Background: an optimization exercise with open tools, aiming at small area, a short achievable clock period and few clock cycles per item. Do not read the settings as production practice. Only simulation tests tie the RTL to the original design; equivalence was not proved.

## v3
## zlc_blkcomp
module zlc_blkcomp (
    input  wire         clk,
    input  wire         rst,         
    input  wire         in_valid,
    output reg          in_ready,
    input  wire [255:0] in_x,        
    input  wire [2:0]   in_fmt,      
    input  wire [1:0]   in_rnd,      
    input  wire [63:0]  in_key,      
    input  wire [31:0]  in_tile_id,
    input  wire [31:0]  in_sstep,
    input  wire [31:0]  in_index,    
    output reg          out_valid,
    input  wire         out_ready,
    output reg  [7:0]   out_scale,
    output reg  [127:0] out_codes,   
    output reg  [4:0]   out_nnz
);
Size: about 1300 flip-flops, roughly 570 I/O pins, ~82000 µm² of cells after synthesis.
==> module zlc_blkcomp, before the edit <==
module zlc_blkcomp (
    input  wire         clk,
    input  wire         rst,         
    input  wire         in_valid,
    output reg          in_ready,
    input  wire [255:0] in_x,        
    input  wire [2:0]   in_fmt,      
    input  wire [1:0]   in_rnd,      
    input  wire [63:0]  in_key,      
    input  wire [31:0]  in_tile_id,
    input  wire [31:0]  in_sstep,
    input  wire [31:0]  in_index,    
    output reg          out_valid,
    input  wire         out_ready,
    output reg  [7:0]   out_scale,
    output reg  [127:0] out_codes,   
    output reg  [4:0]   out_nnz
);
    reg [255:0] cx;
    reg [2:0]   cfmt;
    reg [1:0]   crnd;
    reg [63:0]  ckey;
    reg [31:0]  ctile, csstep, cindex;
    reg         cv;                  
    always @(posedge clk) begin
        cx     <= in_x;
        cfmt   <= in_fmt;
        crnd   <= in_rnd;
        ckey   <= in_key;
        ctile  <= in_tile_id;
        csstep <= in_sstep;
        cindex <= in_index;
        cv     <= in_valid & ~in_ready & ~rst;
    end
    reg [15:0] covr;
    integer e;
    always @(posedge clk)
        for (e = 0; e < 16; e = e + 1)
            case (in_fmt)
                3'd5:    covr[e] <= in_x[16*e +: 7] > 7'd64;
                3'd6:    covr[e] <= in_x[16*e +: 7] > 7'd126;
                default: covr[e] <= in_x[16*e +: 7] > 7'd96;
            endcase
    wire [7:0]        sc;
    wire              sc255;
    wire signed [9:0] skpc, sqn, sqs;
    zc_scale u_scale (.x(cx), .ovr(covr), .fmt(cfmt), .code(sc), .c255(sc255),
                      .kpc(skpc), .qn(sqn), .qs(sqs));
    reg [1:0] fb;
    always @(*) begin
        case (cfmt)
            3'd2:    fb = 2'd2;
            3'd3:    fb = 2'd3;
            3'd4:    fb = 2'd2;
            3'd5:    fb = 2'd1;
            default: fb = 2'd0;
        endcase
    end
    reg [7:0]        c_q;
    reg signed [9:0] kpc_q, qn_q, qs_q;
    reg [1:0]        fb_q;
    reg              c255_q;
    always @(posedge clk) begin
        c_q    <= sc;
        kpc_q  <= skpc;
        qn_q   <= sqn;
        qs_q   <= sqs;
        fb_q   <= fb;
        c255_q <= sc255;
    end
    reg        busy;
    reg [5:0]  k;                    
    wire       sr    = (crnd == 2'd2);
    wire       last  = sr ? (k == 6'd34) : (k == 6'd4);
    wire       start = cv & ~busy & (~out_valid | out_ready);
    always @(posedge clk) begin
        if (rst) begin
            busy      <= 1'b0;
            k         <= 6'd0;
            in_ready  <= 1'b0;
            out_valid <= 1'b0;
        end else begin
            if (start) begin
                busy <= 1'b1;
                k    <= 6'd1;
            end else if (busy) begin
                k <= last ? 6'd0 : k + 6'd1;
                if (last) busy <= 1'b0;
            end
            in_ready <= busy & (sr ? (k == 6'd32) : (k == 6'd2));
            if (busy & last)
                out_valid <= 1'b1;
            else if (out_ready)
                out_valid <= 1'b0;
        end
    end
    wire [4:0]  mn   = k[4:0];                   
    wire [4:0]  mbn  = k[4:0] - 5'd1;            
    wire [1:0]  rbn  = mbn[2:1];
    wire [2:0]  en   = {mn[4:3], mn[0]};         
    wire [31:0] c0   = csstep ^ 32'h6A5C_3B19;
    wire [31:0] d0   = {29'd0, cfmt} ^ 32'h1D8F_72E4;
    wire [31:0] bbase = cindex + ckey[63:32];
    wire [31:0] sbase = ctile + ckey[31:0];
    reg        init0, init1;
    reg [31:0] s2, b2, kr;
    always @(posedge clk) begin
        init0 <= (mn[2:1] == 2'd0);
        init1 <= (mn[2:1] == 2'd0);
        b2    <= bbase + {28'd0, en, 1'b0};
        s2    <= sbase + bbase + {28'd0, en, 1'b0};
        kr    <= (rbn[0] ? ckey[63:32] : ckey[31:0]) + {30'd0, rbn};
    end
    wire [31:0] la0, la1;
    zc_mix4 u_lane0 (.clk(clk), .init(init0), .s_e(s2), .b_e(b2),
                     .c0(c0), .d0(d0), .kr(kr), .a(la0));
    zc_mix4 u_lane1 (.clk(clk), .init(init1), .s_e(s2 + 32'd1), .b_e(b2 + 32'd1),
                     .c0(c0), .d0(d0), .kr(kr), .a(la1));
    wire [15:0] u0 = la0[15:0] + ctile[15:0];
    wire [15:0] u1 = la1[15:0] + ctile[15:0];
    wire [5:0] kq   = k - 6'd8;
    wire       srn_enc = (k >= 6'd8) & (kq[2:1] == 2'd0);
    wire [1:0] seln = sr ? kq[4:3] : k[1:0];
    wire       busyn = start | (busy & ~last);
    wire [3:0] actn = ~busyn ? 4'b0000 :
                      ~sr    ? 4'b1111 :
                      ~srn_enc ? 4'b0000 :
                      kq[0]  ? 4'b1100 : 4'b0011;
    reg [15:0] ex [0:3];
    reg [3:0]  act;
    reg [1:0]  sel;
    integer j;
    always @(posedge clk) begin
        for (j = 0; j < 4; j = j + 1)
            ex[j] <= cx[64*seln + 16*j +: 16];
        act <= actn;
        sel <= seln;
    end
    wire [7:0]  code [0:3];
    wire [3:0]  nz;
    genvar g;
    generate
        for (g = 0; g < 4; g = g + 1) begin : enc
            zc_encode u_enc (
                .x    (ex[g]),
                .c255 (c255_q),
                .kpc  (kpc_q),
                .qn   (qn_q),
                .qs   (qs_q),
                .fb   (fb_q),
                .fmt  (cfmt),
                .rnd  (crnd),
                .u    (g[0] ? u1 : u0),
                .code (code[g]),
                .nz   (nz[g])
            );
        end
    endgenerate
    wire [2:0] cnt    = {2'b00, act[0] & nz[0]} + {2'b00, act[1] & nz[1]} +
                        {2'b00, act[2] & nz[2]} + {2'b00, act[3] & nz[3]};
    integer i;
    always @(posedge clk) begin
        if (start) begin
            out_nnz <= 5'd0;
        end else if (busy) begin
            out_scale <= c_q;
            out_nnz   <= out_nnz + {2'b00, cnt};
            for (i = 0; i < 16; i = i + 1)
                if (act[i % 4] && sel == i / 4)
                    out_codes[8*i +: 8] <= code[i % 4];
        end
    end
endmodule
clock: 40.0 ns
lec_check: 0
abc_area: 1
cap_margin: 20
core_margin: 2
core_utilization: 40
slew_margin: 20
run.sh (not shown) runs the stock make flow with config.mk's settings and CLKGATE_MAP_FILE= SYNTH_SCRIPT=/design/flow/synth_recipe.tcl, a recipe that flattens the netlist after the stock synthesis.
Testbench counts of v3, summed over its fixed seeds: cycles 113,516, blocks 8,000.
diff inputs: v3 => v4
==> flow/design.v, changed modules only <==
module zlc_blkcomp (
    input  wire         clk,
    input  wire         rst,         
    input  wire         in_valid,
    output reg          in_ready,
    input  wire [255:0] in_x,        
    input  wire [2:0]   in_fmt,      
    input  wire [1:0]   in_rnd,      
    input  wire [63:0]  in_key,      
    input  wire [31:0]  in_tile_id,
    input  wire [31:0]  in_sstep,
    input  wire [31:0]  in_index,    
    output reg          out_valid,
    input  wire         out_ready,
    output reg  [7:0]   out_scale,
    output reg  [127:0] out_codes,   
    output reg  [4:0]   out_nnz
);
    reg [255:0] cx;
    reg [2:0]   cfmt;
    reg [1:0]   crnd;
    reg [63:0]  ckey;
    reg [31:0]  ctile, csstep, cindex;
    reg         cv;                  
    always @(posedge clk) begin
        cx     <= in_x;
        cfmt   <= in_fmt;
        crnd   <= in_rnd;
        ckey   <= in_key;
        ctile  <= in_tile_id;
        csstep <= in_sstep;
        cindex <= in_index;
        cv     <= in_valid & ~in_ready & ~rst;
    end
    reg [15:0] covr;
    integer e;
    always @(posedge clk)
        for (e = 0; e < 16; e = e + 1)
            case (in_fmt)
                3'd5:    covr[e] <= in_x[16*e +: 7] > 7'd64;
                3'd6:    covr[e] <= in_x[16*e +: 7] > 7'd126;
                default: covr[e] <= in_x[16*e +: 7] > 7'd96;
            endcase
    wire [7:0]        sc;
    wire              sc255;
    wire signed [9:0] skpc, sqn, sqs;
    zc_scale u_scale (.x(cx), .ovr(covr), .fmt(cfmt), .code(sc), .c255(sc255),
                      .kpc(skpc), .qn(sqn), .qs(sqs));
    reg [1:0] fb;
    always @(*) begin
        case (cfmt)
            3'd2:    fb = 2'd2;
            3'd3:    fb = 2'd3;
            3'd4:    fb = 2'd2;
            3'd5:    fb = 2'd1;
            default: fb = 2'd0;
        endcase
    end
    reg [7:0]        c_q;
    reg signed [9:0] kpc_q, qn_q, qs_q;
    reg [1:0]        fb_q;
    reg              c255_q;
    always @(posedge clk) begin
        c_q    <= sc;
        kpc_q  <= skpc;
        qn_q   <= sqn;
        qs_q   <= sqs;
        fb_q   <= fb;
        c255_q <= sc255;
    end
    reg        busy;
    reg [5:0]  k;                    
    wire       sr    = (crnd == 2'd2);
    wire       last  = sr ? (k == 6'd18) : (k == 6'd4);
    wire       start = cv & ~busy & ~out_valid;
    always @(posedge clk) begin
        if (rst) begin
            busy      <= 1'b0;
            k         <= 6'd0;
            in_ready  <= 1'b0;
            out_valid <= 1'b0;
        end else begin
            if (start) begin
                busy <= 1'b1;
                k    <= 6'd1;
            end else if (busy) begin
                k <= last ? 6'd0 : k + 6'd1;
                if (last) busy <= 1'b0;
            end
            in_ready <= busy & (sr ? (k == 6'd17) : (k == 6'd3));
            if (busy & last)
                out_valid <= 1'b1;
            else if (out_ready)
                out_valid <= 1'b0;
        end
    end
    wire [4:0]  mn   = k[4:0];                   
    wire [4:0]  mbn  = k[4:0] - 5'd1;            
    wire [1:0]  rbn  = mbn[2:1];
    wire [1:0]  en   = {mn[3], mn[0]};           
    wire [31:0] c0   = csstep ^ 32'h6A5C_3B19;
    wire [31:0] d0   = {29'd0, cfmt} ^ 32'h1D8F_72E4;
    wire [31:0] bbase = cindex + ckey[63:32];
    wire [31:0] sbase = ctile + ckey[31:0];
    reg  [31:0] kr_q, s4, b4;
    always @(posedge clk) begin
        kr_q <= (rbn[0] ? ckey[63:32] : ckey[31:0]) + {30'd0, rbn};
        b4   <= bbase + {28'd0, en, 2'b00};
        s4   <= sbase + bbase + {28'd0, en, 2'b00};
    end
    wire [15:0] u [0:3];
    genvar g;
    generate
        for (g = 0; g < 4; g = g + 1) begin : lane
            reg        init_q;
            always @(posedge clk)
                init_q <= (mn[2:1] == 2'd0);
            wire [31:0] se = s4 + g;
            wire [31:0] be = b4 + g;
            wire [31:0] la;
            zc_mix4 u_lane (.clk(clk), .init(init_q), .s_e(se), .b_e(be),
                            .c0(c0), .d0(d0), .kr(kr_q), .a(la));
            assign u[g] = la[15:0] + ctile[15:0];
        end
    endgenerate
    wire [5:0] kq   = k - 6'd8;
    wire       srn_enc = (k >= 6'd8) & (kq[2:1] == 2'd0);
    wire [1:0] seln = sr ? {kq[3], kq[0]} : k[1:0];
    wire       busyn = start | (busy & ~last);
    wire [3:0] actn = (busyn & (~sr | srn_enc)) ? 4'b1111 : 4'b0000;
    reg [15:0] ex [0:3];
    reg [3:0]  act;
    reg [1:0]  sel;
    integer j;
    always @(posedge clk) begin
        for (j = 0; j < 4; j = j + 1)
            ex[j] <= cx[64*seln + 16*j +: 16];
        act <= actn;
        sel <= seln;
    end
    wire [7:0]  code [0:3];
    wire [3:0]  nz;
    generate
        for (g = 0; g < 4; g = g + 1) begin : enc
            zc_encode u_enc (
                .x    (ex[g]),
                .c255 (c255_q),
                .kpc  (kpc_q),
                .qn   (qn_q),
                .qs   (qs_q),
                .fb   (fb_q),
                .fmt  (cfmt),
                .rnd  (crnd),
                .u    (u[g]),
                .code (code[g]),
                .nz   (nz[g])
            );
        end
    endgenerate
    wire [2:0] cnt    = {2'b00, act[0] & nz[0]} + {2'b00, act[1] & nz[1]} +
                        {2'b00, act[2] & nz[2]} + {2'b00, act[3] & nz[3]};
    integer i;
    always @(posedge clk) begin
        if (start) begin
            out_nnz <= 5'd0;
        end else if (busy) begin
            out_scale <= c_q;
            out_nnz   <= out_nnz + {2'b00, cnt};
            for (i = 0; i < 16; i = i + 1)
                if (act[i % 4] && sel == i / 4)
                    out_codes[8*i +: 8] <= code[i % 4];
        end
    end
endmodule
### Flow results
- In v4, the maximum number of pins on one net before global-route repair came out 8 above the value in v3.
- v3 → v4: fraction of layout cells with a size suffix above 1 decreased 0.16 points, clock transition at the register clock pins on the worst setup and hold paths after CTS essentially unchanged, clock period minus worst slack increased 250 ps, final cell count increased 4754, die height increased 17%.
- v4 against v3: sequential cell count increased by 39% relative to the old numbers; average routed wire per standard cell increased by 1.8 µm relative to the old numbers.
- On post-route core utilization: between v4 and v3, it ends up lower for v4.
- Total global-route track usage was higher in v4 than in v3.
- Via count delta (v4 − v3): unfavourable
- Min sequential cell area share across v4 and v3: v3
- | area after synthesis | v4 vs v3 | 29000 µm² higher |
Testbench counts of v4, summed over its fixed seeds: cycles 82,308, blocks 8,000.

-- afterwards: timing with drivers on the ports --
The results above use ideal ports. As a check the final layouts listed here were re-extracted and re-timed, cells and wires unchanged. Step 1 sets driving cells, clkbuf_16 on the clock port and buf_2 on the other inputs (assumed; they add their load-dependent delay and slew). Step 2 adds t to the input delays and takes it off the output delays; t is the mean of the earliest and latest rising clock arrival at the registers after step 1. Input paths then give back, and output paths get back, about the clock's delay inside the block. a / b / c = no drivers / after step 1 / after step 2; a / b = the first two.
run	t, ns	setup WS [ns]	worst setup path at the end	worst slew at a driven data input, ns
v3	0.897	29.966 / 29.872 / 29.391	input to register	0.24
v4	0.996	29.717 / 29.717 / 29.717	register to register	0.15
After both steps setup and hold are still met in every run listed. The setup slack of v3, which loses most, moves by -0.094 ns with the drivers and by -0.575 ns with both steps.
